This design comes from an exercise in tuning for small area, a short achievable clock period and few clock cycles per item on the open sky130 flow, not from production work. Only simulation tests tie the RTL to the original design; equivalence was not proved. Power figures rest on the tool's default switching activity, not on a simulated workload.

==> trial 23 <==
Design zw_ixu, start of the top module:
module zw_ixu (
    input  wire        clk,
    input  wire        rst,
    input  wire        in_valid,
    output wire        in_ready,
    input  wire [4:0]  in_op,
    input  wire [31:0] in_a,
    input  wire [31:0] in_b,
    output reg         out_valid,
    output reg  [31:0] out_result,
    output reg  [1:0]  out_flags
);
    localparam OP_ADD    = 5'd0,  OP_SUB    = 5'd1,  OP_AND   = 5'd2,  OP_OR    = 5'd3;
    localparam OP_XOR    = 5'd4,  OP_SLL    = 5'd5,  OP_SRL   = 5'd6,  OP_SRA   = 5'd7;
    localparam OP_MIN    = 5'd8,  OP_MAX    = 5'd9,  OP_MINU  = 5'd10, OP_MAXU  = 5'd11;
    localparam OP_MUL    = 5'd12, OP_MULH   = 5'd13, OP_DIV   = 5'd14, OP_DIVU  = 5'd15;
    localparam OP_ADDS   = 5'd16, OP_SUBS   = 5'd17, OP_NEGS  = 5'd18, OP_ABSS  = 5'd19;
    localparam OP_SLLS   = 5'd20, OP_MULQ31 = 5'd21, OP_MULQ16 = 5'd22;
    localparam OP_DIVQ31 = 5'd23, OP_DIVQ16 = 5'd24;
    localparam [31:0] MAXPOS = 32'h7FFF_FFFF;
    localparam [31:0] MAXNEG = 32'h8000_0000;
    function [35:0] sadd;
        input [35:0] x, y;
        input        c;
        reg   [35:0] g, p, gg, pp, g2, p2;
        integer i, d;
        begin
            g  = x & y;
            p  = x ^ y;
            gg = {g[35:1], g[0] | (p[0] & c)};
            pp = p;
            for (d = 1; d < 36; d = d * 2) begin
                g2 = gg;
                p2 = pp;
                for (i = 0; i < 36; i = i + 1)
                    if ((i & d) != 0) begin
                        g2[i] = gg[i] | (pp[i] & gg[(i & ~(d - 1)) - 1]);
                        p2[i] = pp[i] & pp[(i & ~(d - 1)) - 1];
                    end
                gg = g2;
                pp = p2;
            end
            sadd = p ^ {gg[34:0], c};
        end
    endfunction
    wire i_and   = (in_op == OP_AND);
  ...
==> flow/config.mk <==
export PLATFORM = sky130hd
export DESIGN_NAME = zw_ixu
export DESIGN_NICKNAME = zw_ixu
export VERILOG_FILES = /design/flow/design.v
export SDC_FILE = /design/flow/constraint.sdc
export NUM_CORES = 4
export LEC_CHECK = 0
export ABC_AREA = 1
export CAP_MARGIN = 30
export CORE_MARGIN = 2
export CORE_UTILIZATION = 45
export PLACE_DENSITY = 0.6
export SLEW_MARGIN = 70
==> flow/constraint.sdc <==
create_clock -name core_clock -period 14.0 [get_ports {clk}]
set_input_delay 2.8000 -clock core_clock [delete_from_list [all_inputs] [get_ports {clk}]]
set_output_delay 2.8000 -clock core_clock [all_outputs]
set_load 0.01 [all_outputs]
run.sh (not shown) runs the stock make flow with config.mk's settings and CLKGATE_MAP_FILE= SYNTH_SCRIPT=/design/flow/synth_recipe.tcl, a recipe that flattens the netlist after the stock synthesis.
==> trial 49 (differences from trial 23) <==
--- a/flow/design.v
+++ b/flow/design.v
@@ -82,11 +82,10 @@
     reg [1:0]  cy_q;         
     reg [11:0] bc_q;         
     reg [4:0]  sh_q;         
     reg [5:0]  la_q, lb_q;   
     reg        f_pneg;       
-    reg        f_q31ovf;     
     reg [4:0]  cnt;          
     reg        qneg_q;       
     reg        azero_q, bzero_q, asign_q;
     reg        m_valid;
     reg [31:0] m_sum;        
@@ -186,12 +185,14 @@
     wire [31:0] mh  = mh_w[31:0];
     wire [31:0] mhp = mhs ^ mhc;
     wire [31:0] mhz = {1'b0, (mhs[30:0] | mhc[30:0]) ~^ mhp[31:1]};    
     wire [31:0] mho = {1'b0, (mhs[30:0] & mhc[30:0]) ^ mhp[31:1]};     
     wire [35:0] mc15_w = sadd({21'd0, mhs[14:0]}, {21'd0, mhc[14:0]}, cy_q[0]);
+    wire [35:0] mc30_w = sadd({6'd0, mhs[29:0]}, {6'd0, mhc[29:0]}, cy_q[0]);
     wire        mc15 = mc15_w[15];
-    wire        q31_fit = !f_q31ovf;
+    wire        mc30 = mc30_w[30];
+    wire        q31_fit = ((mc30 == mhp[30]) & mhz[30]) | ((mc30 != mhp[30]) & mho[30]);
     wire        q16_fit = ((mc15 == mhp[15]) & (&mhz[30:15])) | ((mc15 != mhp[15]) & (&mho[30:15]));
     reg  [31:0] mul_res;
     reg         mul_sat;
     always @(*) begin
         mul_sat = 1'b0;
@@ -330,11 +331,10 @@
         end
         if (m0 || d1) begin
             f_mul  <= m0;
             f_op   <= op_q;
             f_pneg <= a_q[31] ^ b_q[31];
-            f_q31ovf <= (a_q == 32'h8000_0000) && (b_q == 32'h8000_0000);
         end
         if (d1) begin
             la_q    <= lz_a;
             lb_q    <= lz_b;
             qneg_q  <= c_dnega ^ c_dnegb;
==> run notes <==
Sequential cell count: trial 49 is lower than trial 23 (1). Clock power is about the same in trial 49 and trial 23. In trial 23 the first-iteration DRC count is larger than in trial 49, by about 5.6%. Against trial 49, the die area of trial 23 is larger by 0.64%. Between trial 23 and trial 49, the lower synthesized cell count is in trial 49 (gap 3.7%, measured against trial 49). Against trial 49, the non-clock buffer count of trial 23 is higher by 15.
Testbench counts of trial 23, summed over its fixed seeds: cycles 30,378, items 12,000.
Testbench counts of trial 49, summed over its fixed seeds: cycles 30,378, items 12,000.


==> inputs of 09-10 <==
Another version of the RTL of zw_ixu (not shown whole).
// zw_ixu
module zw_ixu (
    input  wire        clk,
    input  wire        rst,
    input  wire        in_valid,
    output wire        in_ready,
    input  wire [4:0]  in_op,
    input  wire [31:0] in_a,
    input  wire [31:0] in_b,
    output reg         out_valid,
    output reg  [31:0] out_result,
    output reg  [1:0]  out_flags
);
    localparam OP_ADD    = 5'd0,  OP_SUB    = 5'd1,  OP_AND   = 5'd2,  OP_OR    = 5'd3;
    localparam OP_XOR    = 5'd4,  OP_SLL    = 5'd5,  OP_SRL   = 5'd6,  OP_SRA   = 5'd7;
    localparam OP_MIN    = 5'd8,  OP_MAX    = 5'd9,  OP_MINU  = 5'd10, OP_MAXU  = 5'd11;
    localparam OP_MUL    = 5'd12, OP_MULH   = 5'd13, OP_DIV   = 5'd14, OP_DIVU  = 5'd15;
    localparam OP_ADDS   = 5'd16, OP_SUBS   = 5'd17, OP_NEGS  = 5'd18, OP_ABSS  = 5'd19;
    localparam OP_SLLS   = 5'd20, OP_MULQ31 = 5'd21, OP_MULQ16 = 5'd22;
    localparam OP_DIVQ31 = 5'd23, OP_DIVQ16 = 5'd24;
    localparam [31:0] MAXPOS = 32'h7FFF_FFFF;
    localparam [31:0] MAXNEG = 32'h8000_0000;
    function [35:0] sadd;
        input [35:0] x, y;
        input        c;
        reg   [35:0] g, p, gg, pp, g2, p2;
        integer i, d;
        begin
            g  = x & y;
            p  = x ^ y;
            gg = {g[35:1], g[0] | (p[0] & c)};
            pp = p;
            for (d = 1; d < 36; d = d * 2) begin
                g2 = gg;
                p2 = pp;
                for (i = 0; i < 36; i = i + 1)
                    if ((i & d) != 0) begin
                        g2[i] = gg[i] | (pp[i] & gg[(i & ~(d - 1)) - 1]);
                        p2[i] = pp[i] & pp[(i & ~(d - 1)) - 1];
                    end
                gg = g2;
                pp = p2;
            end
            sadd = p ^ {gg[34:0], c};
        end
    endfunction
    wire i_and   = (in_op == OP_AND);
    wire i_or    = (in_op == OP_OR);
    wire i_log   = (in_op == OP_AND)  || (in_op == OP_OR) || (in_op == OP_XOR);
    wire i_shl   = (in_op == OP_SLL);
    wire i_shr   = (in_op == OP_SRL)  || (in_op == OP_SRA);
    wire i_sra   = (in_op == OP_SRA);
  ...
==> flow/config.mk <==
export PLATFORM = sky130hd
export DESIGN_NAME = zw_ixu
export DESIGN_NICKNAME = zw_ixu
export VERILOG_FILES = /design/flow/design.v
export SDC_FILE = /design/flow/constraint.sdc
export NUM_CORES = 4
export LEC_CHECK = 0
export ABC_AREA = 1
export CAP_MARGIN = 30
export CORE_MARGIN = 2
export CORE_UTILIZATION = 50
export PLACE_DENSITY = 0.65
export SLEW_MARGIN = 20
==> flow/constraint.sdc <==
create_clock -name core_clock -period 14.0 [get_ports {clk}]
set_input_delay 2.8000 -clock core_clock [delete_from_list [all_inputs] [get_ports {clk}]]
set_output_delay 2.8000 -clock core_clock [all_outputs]
set_load 0.01 [all_outputs]
==> inputs of 03-01, as changes to 09-10 <==
--- a/flow/design.v
+++ b/flow/design.v
@@ -69,24 +69,26 @@
     reg        st_dit;       
     reg        fin_q;        
     reg        f_mul;        
     reg [4:0]  f_op;         
     reg [4:0]  op_q;
     reg        c_and, c_or, c_log, c_shl, c_shr, c_sra, c_mm, c_mmmax, c_mmsgn;
     reg        c_arith, c_sat, c_slls, c_sub, c_nega, c_abspos, c_mul, c_div;
     reg        c_dsgn, c_dnega, c_dnegb;
+    reg        c_q31, c_q16;         
     reg [31:0] a_q, b_q;     
     reg [33:0] b3_q;         
     reg [33:0] p_q;          
     reg [31:0] d_q;          
     reg [1:0]  cy_q;         
     reg [11:0] bc_q;         
     reg [4:0]  sh_q;         
     reg [5:0]  la_q, lb_q;   
+    reg        f_pneg;       
     reg [4:0]  cnt;          
     reg        qneg_q;       
     reg        azero_q, bzero_q, asign_q;
     reg        m_valid;
     reg [31:0] m_sum;        
     reg [31:0] m_oth;        
     reg        m_use_sum;
     reg        m_sat;        
@@ -152,18 +154,17 @@
             booth_pp = {~r[33], r[32:0]};
         end
     endfunction
     wire [33:0] pp0 = booth_pp(bc_q[2:0], a34);
     wire [33:0] pp1 = booth_pp(bc_q[5:3], a34);
     wire [33:0] pp2 = booth_pp(bc_q[8:6], a34);
     wire [33:0] pp3 = booth_pp(bc_q[11:9], a34);
     wire [3:0]  mneg = {bc_q[11], bc_q[8], bc_q[5], bc_q[2]};
-    wire [33:0] rnd_init = (op_q == OP_MULQ31) ? (34'd1 << 30) :
-                           (op_q == OP_MULQ16) ? (34'd1 << 15) : 34'd0;
+    wire [33:0] rnd_init = {3'd0, c_q31 & c_mul, 14'd0, c_q16 & c_mul, 15'd0};
     wire [33:0] acc_s = st_mul ? p_q : rnd_init;
     wire [33:0] acc_c = st_mul ? b3_q : 34'd0;
     wire [1:0]  acc_y = st_mul ? cy_q : 2'd0;
     wire [41:0] o0 = {8'd0, acc_s};
     wire [41:0] o1 = {8'd0, acc_c};
     wire [41:0] o2 = {8'd0, pp0};
     wire [41:0] o3 = {6'd0, pp1, 1'b0, mneg[0]};
     wire [41:0] o4 = {4'd0, pp2, 1'b0, mneg[1], acc_y[1], acc_y[0]};
@@ -177,18 +178,25 @@
     wire [41:0] s4 = s3 ^ k3 ^ k2;
     wire [41:0] k4 = {(s3 & k3 | s3 & k2 | k3 & k2), 1'b0};
     wire [9:0]  mlow = {2'b00, s4[7:0]} + {2'b00, k4[7:0]} + {3'b000, mneg[3], 6'd0};
     wire [31:0] mk  = cy_q[1] ? 32'h5555_5558 : 32'h5555_5556;
     wire [31:0] mhs = p_q[31:0] ^ b3_q[31:0] ^ mk;
     wire [31:0] mhc = {(p_q[30:0] & b3_q[30:0]) | (p_q[30:0] & mk[30:0]) | (b3_q[30:0] & mk[30:0]), 1'b0};
     wire [35:0] mh_w = sadd({4'd0, mhs}, {4'd0, mhc}, cy_q[0]);
     wire [31:0] mh  = mh_w[31:0];
-    wire        q31_fit = (mh[31] == mh[30]);
-    wire        q16_fit = (mh[31:15] == 17'd0) || (mh[31:15] == 17'h1FFFF);
+    wire [31:0] mhp = mhs ^ mhc;
+    wire [31:0] mhz = {1'b0, (mhs[30:0] | mhc[30:0]) ~^ mhp[31:1]};    
+    wire [31:0] mho = {1'b0, (mhs[30:0] & mhc[30:0]) ^ mhp[31:1]};     
+    wire [35:0] mc15_w = sadd({21'd0, mhs[14:0]}, {21'd0, mhc[14:0]}, cy_q[0]);
+    wire [35:0] mc30_w = sadd({6'd0, mhs[29:0]}, {6'd0, mhc[29:0]}, cy_q[0]);
+    wire        mc15 = mc15_w[15];
+    wire        mc30 = mc30_w[30];
+    wire        q31_fit = ((mc30 == mhp[30]) & mhz[30]) | ((mc30 != mhp[30]) & mho[30]);
+    wire        q16_fit = ((mc15 == mhp[15]) & (&mhz[30:15])) | ((mc15 != mhp[15]) & (&mho[30:15]));
     reg  [31:0] mul_res;
     reg         mul_sat;
     always @(*) begin
         mul_sat = 1'b0;
         case (f_op)
             OP_MUL:  mul_res = d_q;
             OP_MULH: mul_res = mh;
             OP_MULQ31: begin
@@ -222,28 +230,29 @@
         end
     endfunction
     wire [31:0] xa = a ^ {32{c_dnega}};
     wire [31:0] xb = b ^ {32{c_dnegb}};
     wire [35:0] mag_a_w = sadd({4'd0, xa}, 36'd0, c_dnega);
     wire [35:0] mag_b_w = sadd({4'd0, xb}, 36'd0, c_dnegb);
     wire [31:0] mag_a = mag_a_w[31:0];
     wire [31:0] mag_b = mag_b_w[31:0];
-    wire [5:0]  lz_a = lzc32(xa) - {5'd0, c_dnega & ones_then_zeros(a)};
+    wire [5:0]  lz_a = lzc32(xa) + ((c_dnega & ones_then_zeros(a)) ? 6'b111110 : 6'b111111);
     wire [5:0]  lz_b = lzc32(xb) - {5'd0, c_dnegb & ones_then_zeros(b)};
-    wire        dq31 = (op_q == OP_DIVQ31);
-    wire        dq16 = (op_q == OP_DIVQ16);
+    wire        dq31 = c_q31;
+    wire        dq16 = c_q16;
     wire        dqop = dq31 | dq16;
     wire [6:0]  dv_s = dq31 ? 7'd31 : dq16 ? 7'd16 : 7'd0;
-    wire [6:0]  kk = {1'b0, lb_q} + dv_s + 7'd33 - {1'b0, la_q};
+    wire [6:0]  kk = {1'b0, lb_q} + dv_s + 7'd32 - {la_q[5], la_q};
     wire        k_odd  = kk[0];
     wire        k_none = azero_q || (kk <= 7'd32);              
     wire        k_big  = (kk >= 7'd65);                         
     wire [6:0]  k_pairs = (kk - 7'd31) >> 1;                    
-    wire [6:0]  dv_t = 7'd31 + {1'b0, la_q} - {1'b0, lb_q} - {6'd0, k_odd};
+    wire [35:0] dv_t_w = sadd({30'd0, la_q}, {31'd0, ~lb_q[4:0]}, ~k_odd);
+    wire [6:0]  dv_t = {1'b0, dv_t_w[5:0]};
     wire [63:0] num0 = {32'd0, a} << dv_t[5:0];
     wire [35:0] b3_w = sadd({4'd0, b}, {3'd0, b, 1'b0}, 1'b0);
     wire        dv_sat_early = dqop & k_big;
     wire [31:0] divz_val = !c_dsgn ? (azero_q ? 32'd0 : 32'hFFFF_FFFF) :
                            asign_q ? MAXNEG : azero_q ? 32'd0 : MAXPOS;
     wire [33:0] trial = {p_q[31:0], d_q[31:30]};
     wire [35:0] t1w = sadd({2'b00, trial}, ~{4'b0000, b}, 1'b1);
     wire [35:0] t2w = sadd({2'b00, trial}, ~{3'b000, b, 1'b0}, 1'b1);
@@ -254,17 +263,17 @@
     wire [1:0]  qd = !t3[34] ? 2'd3 : !t2[34] ? 2'd2 : !t1[34] ? 2'd1 : 2'd0;
     wire [31:0] rem_n = !t3[34] ? t3[31:0] : !t2[34] ? t2[31:0] : !t1[34] ? t1[31:0] : trial[31:0];
     wire [35:0] dq_neg_w = sadd({4'd0, ~d_q}, 36'd0, 1'b1);
     wire [31:0] dq_neg = dq_neg_w[31:0];
     wire        f_dqop = (f_op == OP_DIVQ31) || (f_op == OP_DIVQ16);
     wire        dq_sat = f_dqop & d_q[31] & (!qneg_q | (d_q[30:0] != 31'd0)) & !bzero_q;
     wire [31:0] div_res = (qneg_q & !bzero_q) ? dq_neg : d_q;
     wire        fin_sat = f_mul ? mul_sat : dq_sat;
-    wire        fin_neg = f_mul ? mh[31] : qneg_q;
+    wire        fin_neg = f_mul ? f_pneg : qneg_q;
     wire [31:0] fin_res = fin_sat ? (fin_neg ? MAXNEG : MAXPOS) : f_mul ? mul_res : div_res;
     wire [1:0]  fin_fl  = {!f_mul & bzero_q, fin_sat};
     wire        one_simple = v1 & !c_mul & !c_div;
     wire [31:0] oth_n = ({32{c_log}} & log_res) |
                         ({32{c_shl | c_shr | c_slls}} & sh_res) |
                         ({32{c_mm}} & mm_res);
     wire        sat_n = c_slls & !slls_fit;
     wire        satneg_n = a[31];
@@ -279,16 +288,18 @@
             op_q  <= in_op;
             c_and <= i_and;  c_or  <= i_or;   c_log <= i_log;
             c_shl <= i_shl;  c_shr <= i_shr;  c_sra <= i_sra;  c_mm  <= i_mm;
             c_mmmax <= i_mmmax;  c_mmsgn <= i_mmsgn;  c_arith <= i_arith;
             c_sat <= i_sat;  c_slls <= i_slls;
             c_sub <= i_sub;  c_nega <= i_nega;  c_abspos <= i_abspos;
             c_mul <= i_mul;  c_div <= i_div;
             c_dsgn  <= i_dsgn;
+            c_q31   <= (in_op == OP_MULQ31) || (in_op == OP_DIVQ31);
+            c_q16   <= (in_op == OP_MULQ16) || (in_op == OP_DIVQ16);
             c_dnega <= i_dsgn & in_a[31];
             c_dnegb <= i_dsgn & in_b[31];
         end
         if (rdy_q)
             a_q <= in_a;
         else if (d1)
             a_q <= mag_a;
         if (rdy_q)
@@ -314,18 +325,19 @@
         if (fin_q) begin
             out_result <= fin_res;
             out_flags  <= fin_fl;
         end else begin
             out_result <= f_sat ? (f_neg ? MAXNEG : MAXPOS) : m_use_sum ? m_sum : m_oth;
             out_flags  <= {1'b0, f_sat};
         end
         if (m0 || d1) begin
-            f_mul <= m0;
-            f_op  <= op_q;
+            f_mul  <= m0;
+            f_op   <= op_q;
+            f_pneg <= a_q[31] ^ b_q[31];
         end
         if (d1) begin
             la_q    <= lz_a;
             lb_q    <= lz_b;
             qneg_q  <= c_dnega ^ c_dnegb;
             azero_q <= (a == 32'd0);
             bzero_q <= (b == 32'd0);
             asign_q <= a[31];
Settings changed: SLEW_MARGIN 20 to 65.
==> run notes <==
| item | 09-10 | 03-01 |
|---|---|---|
| Routed wire length per instance | 27.0 µm | 27.4 µm |
| Sequential cell area fraction in the yosys report | 20.6% | 20.9% |
| Count of vias placed by the detailed router | 46400 | 45500 |
| Final-layout clock-cell area share | 3.14% | 3.20% |
| Worst r2r path cells | 21 | 28 |
| Cell Area, Placed | 0.0471 mm² | 0.0477 mm² |
| Share of total power in the clock network | 17.2% | 17.6% |
| Cell count after synthesis | 6319 | 6107 |
| Cell Area, Synth | 0.0449 mm² | 0.0446 mm² |
| Peak supply drop | 99.0 µV | 111 µV |
| Met3 track utilization from global routing | 10.3% | 15.0% |
| Simple logic cell fraction of the synthesized area | 22.0% | 19.0% |
| Final wirelength | 202 mm | 201 mm |
| Register cell area after layout | 0.00925 mm² | 0.00934 mm² |
| Final RePlAce weighted congestion | 1.05 | 1.07 |
| Total number of cells along the worst setup path | 21 | 28 |
| Adder-cell share of the synthesized area | 19.0% | 19.6% |
| Share of cell area taken by multi-input logic gates | 63.4% | 62.6% |
| Status | complete, no violations | complete, no violations |
| Int Power | 3.56 mW | 3.61 mW |
| Max Fanout on Critical Path | 26 | 21 |
| Synth-to-Final Area Change | 8.52% | 11.1% |
Testbench counts of 09-10, summed over its fixed seeds: cycles 30,378, items 12,000.
Testbench counts of 03-01, summed over its fixed seeds: cycles 30,378, items 12,000.

[re-timing with driven ports]
No port has a modelled driver above. Below, the same layouts with a new extraction and two added sets of constraints.
Step 1: set_driving_cell puts a clkbuf_16 on clk and a buf_2 on each other input, an assumption about the parent block.
Step 2 times the ports against the registers' clock, not the clock port: input delays grow and output delays shrink by t, the midpoint of the rising clock arrivals with the driver on.
a / b / c = ideal ports / drivers / drivers and shift; a / b = the first two.
run | t (ns) | slack for setup (ns) | worst hold slack (ns) | worst setup path after step 2
trial 23 | 0.732 | 8.537 / 8.537 / 8.537 | 0.341 / 0.341 / 0.341 | register to register
trial 49 | 0.733 | 8.805 / 8.805 / 8.805 | 0.340 / 0.340 / 0.340 | register to register
09-10 | 0.721 | 7.607 / 7.607 / 7.607 | 0.344 / 0.344 / 0.344 | register to register
03-01 | 0.714 | 8.531 / 8.531 / 8.531 | 0.342 / 0.342 / 0.342 | register to register
After both steps setup and hold are still met in every run listed.
